What follows belongs to an exercise in optimizing a design on an open flow for small area, a short achievable clock period and few clock cycles per item; a production flow would make more cautious choices. Function was checked by simulation only, so behaviour that the tests miss may differ from the original. Power figures rest on the tool's default switching activity, not on a simulated workload.

$ cat design/flow/design.v
module lzw_dec (
    input  wire       clk,
    input  wire       rst,
    input  wire       in_valid,
    output wire       in_ready,
    input  wire [7:0] in_data,
    input  wire       in_last,
    output wire       out_valid,
    input  wire       out_ready,
    output wire [7:0] out_data,
    output wire       done,
    output wire       err
);
    localparam MAXC    = 384;           
    localparam NBUILT  = MAXC - 258;    
    localparam DEPTH   = 128;           
    localparam S_FETCH = 3'd0;          
    localparam S_WALK  = 3'd1;          
    localparam S_POP   = 3'd2;          
    localparam S_EXTRA = 3'd3;          
    localparam S_DRAIN = 3'd4;          
    localparam S_DONE  = 3'd5;          
    reg [2:0]  state;
    reg [15:0] bitbuf;
    reg [4:0]  bitcnt;
    reg        seen_last;   
    reg        bad;         
    reg [8:0]  next;        
    reg [8:0]  prev;        
    reg        prev_ok;     
    reg [8:0]  cur;         
    reg        kwk;         
    reg [7:0]  first;       
    reg [8:0]  code_reg;    
    reg [8:0]  dict_prefix [0:NBUILT-1];
    reg [7:0]  dict_byte   [0:NBUILT-1];
    reg [7:0]  stack [0:DEPTH-1];
    reg [7:0]  sp;
    wire       have_code = (bitcnt >= 5'd9);
    wire [8:0] code      = bitbuf[8:0];
    wire       take_in   = in_valid && in_ready;
    assign in_ready  = ((state == S_FETCH) && !have_code && !seen_last) ||
                       ((state == S_DRAIN) && !seen_last);
    assign out_valid = (state == S_POP) || (state == S_EXTRA);
    assign out_data  = (state == S_EXTRA) ? first : stack[sp[6:0] - 7'd1];
    assign done      = (state == S_DONE);
    assign err       = (state == S_DONE) && bad;
    wire [8:0] cur_idx = cur - 9'd258;
    wire [8:0] new_idx = next - 9'd258;
    always @(posedge clk) begin
        if (rst) begin
            state     <= S_FETCH;
            bitbuf    <= 16'd0;
            bitcnt    <= 5'd0;
            seen_last <= 1'b0;
            bad       <= 1'b0;
            next      <= 9'd258;
            prev      <= 9'd0;
            prev_ok   <= 1'b0;
            cur       <= 9'd0;
            kwk       <= 1'b0;
            first     <= 8'd0;
            sp        <= 8'd0;
        end else begin
            case (state)
            S_FETCH: begin
                if (take_in) begin
                    bitbuf    <= bitbuf | ({8'd0, in_data} << bitcnt);
                    bitcnt    <= bitcnt + 5'd8;
                    seen_last <= in_last;
                end else if (have_code) begin
                    bitbuf <= bitbuf >> 9;
                    bitcnt <= bitcnt - 5'd9;
                    if (code == 9'd256) begin
                        next    <= 9'd258;
                        prev_ok <= 1'b0;
                    end else if (code == 9'd257) begin
                        state <= S_DRAIN;
                    end else if (code < 9'd256 || code < next) begin
                        cur      <= code;
                        code_reg <= code;
                        kwk      <= 1'b0;
                        state <= S_WALK;
                    end else if (code == next && prev_ok && next < MAXC) begin
                        cur      <= prev;
                        code_reg <= code;
                        kwk      <= 1'b1;
                        state <= S_WALK;
                    end else begin
                        bad   <= 1'b1;
                        state <= S_DRAIN;
                    end
                end else if (seen_last) begin
                    bad   <= 1'b1;
                    state <= S_DONE;
                end
            end
            S_WALK: begin
                if (cur < 9'd256) begin
                    stack[sp[6:0]] <= cur[7:0];
                    sp        <= sp + 8'd1;
                    first     <= cur[7:0];
                    if (prev_ok && next < MAXC) begin
                        dict_prefix[new_idx[6:0]] <= prev;
                        dict_byte[new_idx[6:0]]   <= cur[7:0];
                        next <= next + 9'd1;
                    end
                    prev    <= code_reg;
                    prev_ok <= 1'b1;
                    state   <= S_POP;
                end else begin
                    stack[sp[6:0]] <= dict_byte[cur_idx[6:0]];
                    sp        <= sp + 8'd1;
                    cur       <= dict_prefix[cur_idx[6:0]];
                end
            end
            S_POP: begin
                if (out_ready) begin
                    sp <= sp - 8'd1;
                    if (sp == 8'd1)
                        state <= kwk ? S_EXTRA : S_FETCH;
                end
            end
            S_EXTRA: begin
                if (out_ready)
                    state <= S_FETCH;
            end
            S_DRAIN: begin
                if (seen_last)
                    state <= S_DONE;
                else if (take_in)
                    seen_last <= in_last;
            end
            S_DONE: begin
                state     <= S_FETCH;
                bitbuf    <= 16'd0;
                bitcnt    <= 5'd0;
                seen_last <= 1'b0;
                bad       <= 1'b0;
                next      <= 9'd258;
                prev_ok   <= 1'b0;
            end
            default: state <= S_FETCH;
            endcase
        end
    end
endmodule
$ cat design/flow/run.sh
#!/bin/bash
# synth_recipe.tcl (not shown) runs the flow's synth.tcl, then flattens the netlist and writes it again
# the make line also repeats each setting of config.mk as NAME=value (left out here)
make -C /OpenROAD-flow-scripts/flow DESIGN_CONFIG=/design/flow/config.mk WORK_HOME=/design/flow/orfs CLKGATE_MAP_FILE= SYNTH_SCRIPT=/design/flow/synth_recipe.tcl finish
$ cat design/flow/config.mk
export PLATFORM = sky130hd
export DESIGN_NAME = lzw_dec
export DESIGN_NICKNAME = lzw_dec
export VERILOG_FILES = /design/flow/design.v
export SDC_FILE = /design/flow/constraint.sdc
export NUM_CORES = 4
export LEC_CHECK = 0
export CAP_MARGIN = 20
export CORE_MARGIN = 2
export CORE_UTILIZATION = 40
export SLEW_MARGIN = 20
$ cat design/flow/constraint.sdc
create_clock -name core_clock -period 10.0 [get_ports {clk}]
set_input_delay 2.0000 -clock core_clock [delete_from_list [all_inputs] [get_ports {clk}]]
set_output_delay 2.0000 -clock core_clock [all_outputs]
set_load 0.01 [all_outputs]
==> flow_metrics.tcl <==
set metrics [dict create \
    status "complete, no violations" \
    fin_tns_setup_ps 0 \
    worstPathArrival_ps 6350 \
    period_needed_ps 8350 \
    rr_worst_depth 10 \
    port_buffers 24 \
    finalMaxSlewViolations 0 \
    leakagePower_uw 0.0435 \
    grt_max_degree 147 \
    setup_viol 0 \
    p_sw_uw 12600 \
    min_path_cells 2 \
    p_int_uw 27300 \
    dieArea_um2 320000 \
    drc_errors 0 \
    p_comb_share_pct 29.0 \
    clkLatencyLatePin_ps 900 \
    r2r-end "stack[36][2]$_DFFE_PP_" \
    end_kind "output port" \
    vias_per_cell 5.81 \
    relSlewSlack_pct 14.4 \
    synthCells 5833 \
    dr.pass1.iters 6 \
    grt_pass1_vias 61058 \
    syn_avg_cell_area_um2 21.6 \
    place_ws_ps 2470 \
    routabilityCongestion 0.870 \
    ir_drop_mv 0.270 \
    drive_above_1_share_pct 27.6 \
    yosysTopAreaCell "edfxtp_1" \
    seq_area_um2 96800 \
    fmax_ghz 0.120 \
    multi_input_area_um2 28600 \
    die_height_um 566 \
    die_w_um 566 \
    cts_root_buf "clkbuf_16" \
    maxCapViolations 0 \
    start_kind "flop" \
    seq_area_frac_synth_pct 76.6 \
    drt_iter0_drc 7924 \
    swShare_pct 31.6 \
    finalNetCount 6105 \
    holdWs_ps 458 \
    clock_path_buffers 4 \
    routedWlPerCell_um 29.7 \
    grt_antenna_before_repair 9 \
    start_util_pct 40.1 \
    worstPathRequired_ps 8000 \
    criticalPathCategory "reg -> out" \
    fp.coreArea_um2 314000 \
    synth_top_area_share_pct 75.5 \
    min_to "first[7]$_SDFFE_PP0P_" \
    rrSetupSlack_ps 3840 \
    dp_hpwl_um 181000 \
    synth.top_cells.by_area "edfxtp_1 76%, mux4_2 16%, dfxtp_1 1.1%, nor2_1 1.1%, mux2i_1 0.89%" \
    min_from "first[7]$_SDFFE_PP0P_" \
    worstMarginPinSlew_ps 1250 \
    grtUsageTotal_pct 19.3 \
    ys.flop_type "edfxtp_1" \
    synth-edff-count 3175 \
    holdBufCountCts 0 \
    grt_overflow 0 \
    path_max_fanout 50 \
    cts_setup_buffers 0 \
    clk_transition_reported_paths_ps 60 \
    setup_ws_ps 1650 \
    grt_setup_unrepaired "no" \
    clock_sinks 3246 \
    synth_cell_types 70 \
    ys_ff_latch 3246 \
    syn_area_um2 126000 \
    yosysMostFrequentCell "edfxtp_1" \
    worst_clock_skew_ps 121 \
    hold_violations 0 \
    yosys-top-cells-count "3,175 x edfxtp_1, 899 x mux4_2, 368 x nor2_1" \
    regToRegStartpoint "cur[1]$_SDFFE_PP0P_" \
    nFillCells 26010 \
    yosys_warnings 1 \
    fin_crit_sh_pct 83.5 \
    power_frac_seq_pct 40.9 \
    cts_buffers 333 \
    drtAntennaViolNets 0 \
    async_flop_share_pct 0 \
    ios 25 \
    vias 61017 \
    area_delta_synth_final_pct 13.4 \
    htreeDepth 5 \
    totalWireLength_um 311000 \
    syn_nets 5863 \
    hold_class "reg -> reg" \
    cts_tree "yes" \
    rows 206 \
    cts-resized-gates 0 \
    clock_power_share_pct 30.0 \
    grt_pass1_wl_um 447000 \
    largest_reg_flops 1134 \
    powerDensity_nw_per_um2 279 \
]
[per-stage QoR]
stage / power (µW) / cell area, µm² / util, % / instances
2_1_floorplan: 23800 / 126000 / - / 5833
3_3_place_gp: 28000 / 132000 / 42.1 / 9893
3_5_place_dp: 28200 / 133000 / 42.2 / 9898
4_1_cts: 40100 / 143000 / 45.5 / 10488
5_1_grt: 41300 / 143000 / 45.5 / 10493
6_report: 39900 / 143000 / 45.5 / 10496
[cells by family (layout without fill, tap and decap cells)]
group | count (synthesis) | count (layout) | share of synthesized area, %
xor+xnor | 21 | 21 | 0.152
buf+inv | 343 | 840 | 1.22
flops | 3246 | 3246 | 76.6
fa+ha+maj | 17 | 17 | 0.168
other cells | 0 | 6 | 0
mux | 1033 | 1033 | 17.1
simple gates | 786 | 786 | 2.65
compound gates | 387 | 387 | 2.05
[power groups by stage]
stage               clock (µW)  combinational [µW]  sequential [µW]
global route             12700               12200            16400
global placement             0               11400            16600
finish                   12000               11600            16300
floorplan                    0                7190            16600
detailed placement           0               11500            16600
CTS                      12200               11600            16400
[critical path, stage by stage, from the launching register on]
cell,delay (ps)
dfxtp_4,900
inv_1,270
ha_4,860
buf_4,680
mux4_2,420
mux4_2,480
a22oi_1,600
a21oi_1,160
nor2_1,340
a21oi_1,200
clkdlybuf4s50_1,540
[per-layer routing]
layer / global-route usage, % / part of all wire, % / vias up / routed length [µm]
li1: - / - / 25012 / -
met1: 27.7 / 42 / 33033 / 131000
met2: 30.5 / 47 / 2494 / 148000
met3: 3.55 / 7.7 / 474 / 23900
met4: 5.08 / 2.7 / 4 / 8440
met5: 0 / 0.0067 / - / 21
[worst max-delay path by stage]
stage	start	to	slack, ps	cells after the start
after detailed placement	sp[0]$_SDFFE_PP0P_	out_data[4]	2470	10
final	sp[0]$_SDFFE_PP0P_	out_data[4]	1650	10
after global placement	sp[0]$_SDFFE_PP0P_	out_data[4]	2550	10
after floorplan	cur[1]$_SDFFE_PP0P_	stack[0][7]$_DFFE_PP_	1450	15
after global routing	sp[0]$_SDFFE_PP0P_	out_data[4]	1370	10
after CTS	sp[0]$_SDFFE_PP0P_	out_data[4]	1540	10
[cell type report]
class / count / share of cell area, %
inverter: 24 / 0.0629
sequential: 3246 / 67.7
multi-input combinational: 2244 / 20.0
timing repair buffer: 226 / 1.37
antenna: 6 / 0.0105
clock inverter: 180 / 1.20
clock buffer: 410 / 6.07
tap: 4160 / 3.64
[layout by cell type (no fill, tap or decap), types with 18 or more instances in the layout]
master,instances
mux4_2,899
nor2_2,99
and3_1,28
clkbuf_1,74
a22oi_1,41
nand3_1,48
a311oi_1,20
clkbuf_16,336
nand2_1,230
clkinv_1,68
buf_4,180
clkdlybuf4s50_1,23
nor3_1,35
inv_1,20
o221ai_1,22
bufinv_16,25
mux2i_1,112
dfxtp_1,53
o21ai_0,52
o22ai_1,27
dfxtp_4,18
nor2_1,244
clkinv_2,57
mux2_2,22
edfxtp_1,3175
a21oi_1,114
nor2_4,25
a211oi_1,29
Testbench counts, summed over its fixed seeds: cycles 278,427, items 85,491.

separate check: timing with driven ports:
Ports are ideal in the flow. The routed layout listed here was re-timed in OpenROAD.
Step 1: set_driving_cell puts a clkbuf_16 on clk and a buf_2 on each other input, an assumption about the parent block.
Step 2 moves the port delays by t, midway between the first and last clock arrival at a register: inputs arrive t later, outputs are due t later. That takes back most of the time a late clock gives input paths.
Slacks: ideal ports / drivers / drivers and shift; pairs: ideal ports / drivers.
t (ns): 0.935
slack for setup (ns): 1.652 / 1.555 / 2.490
worst setup path at the end: register to output
clock arrival spread, ns: 0.127 / 0.126
After both steps setup and hold are still met in this run. The setup slack of this run moves by -0.097 ns with the drivers and by +0.838 ns with both steps.
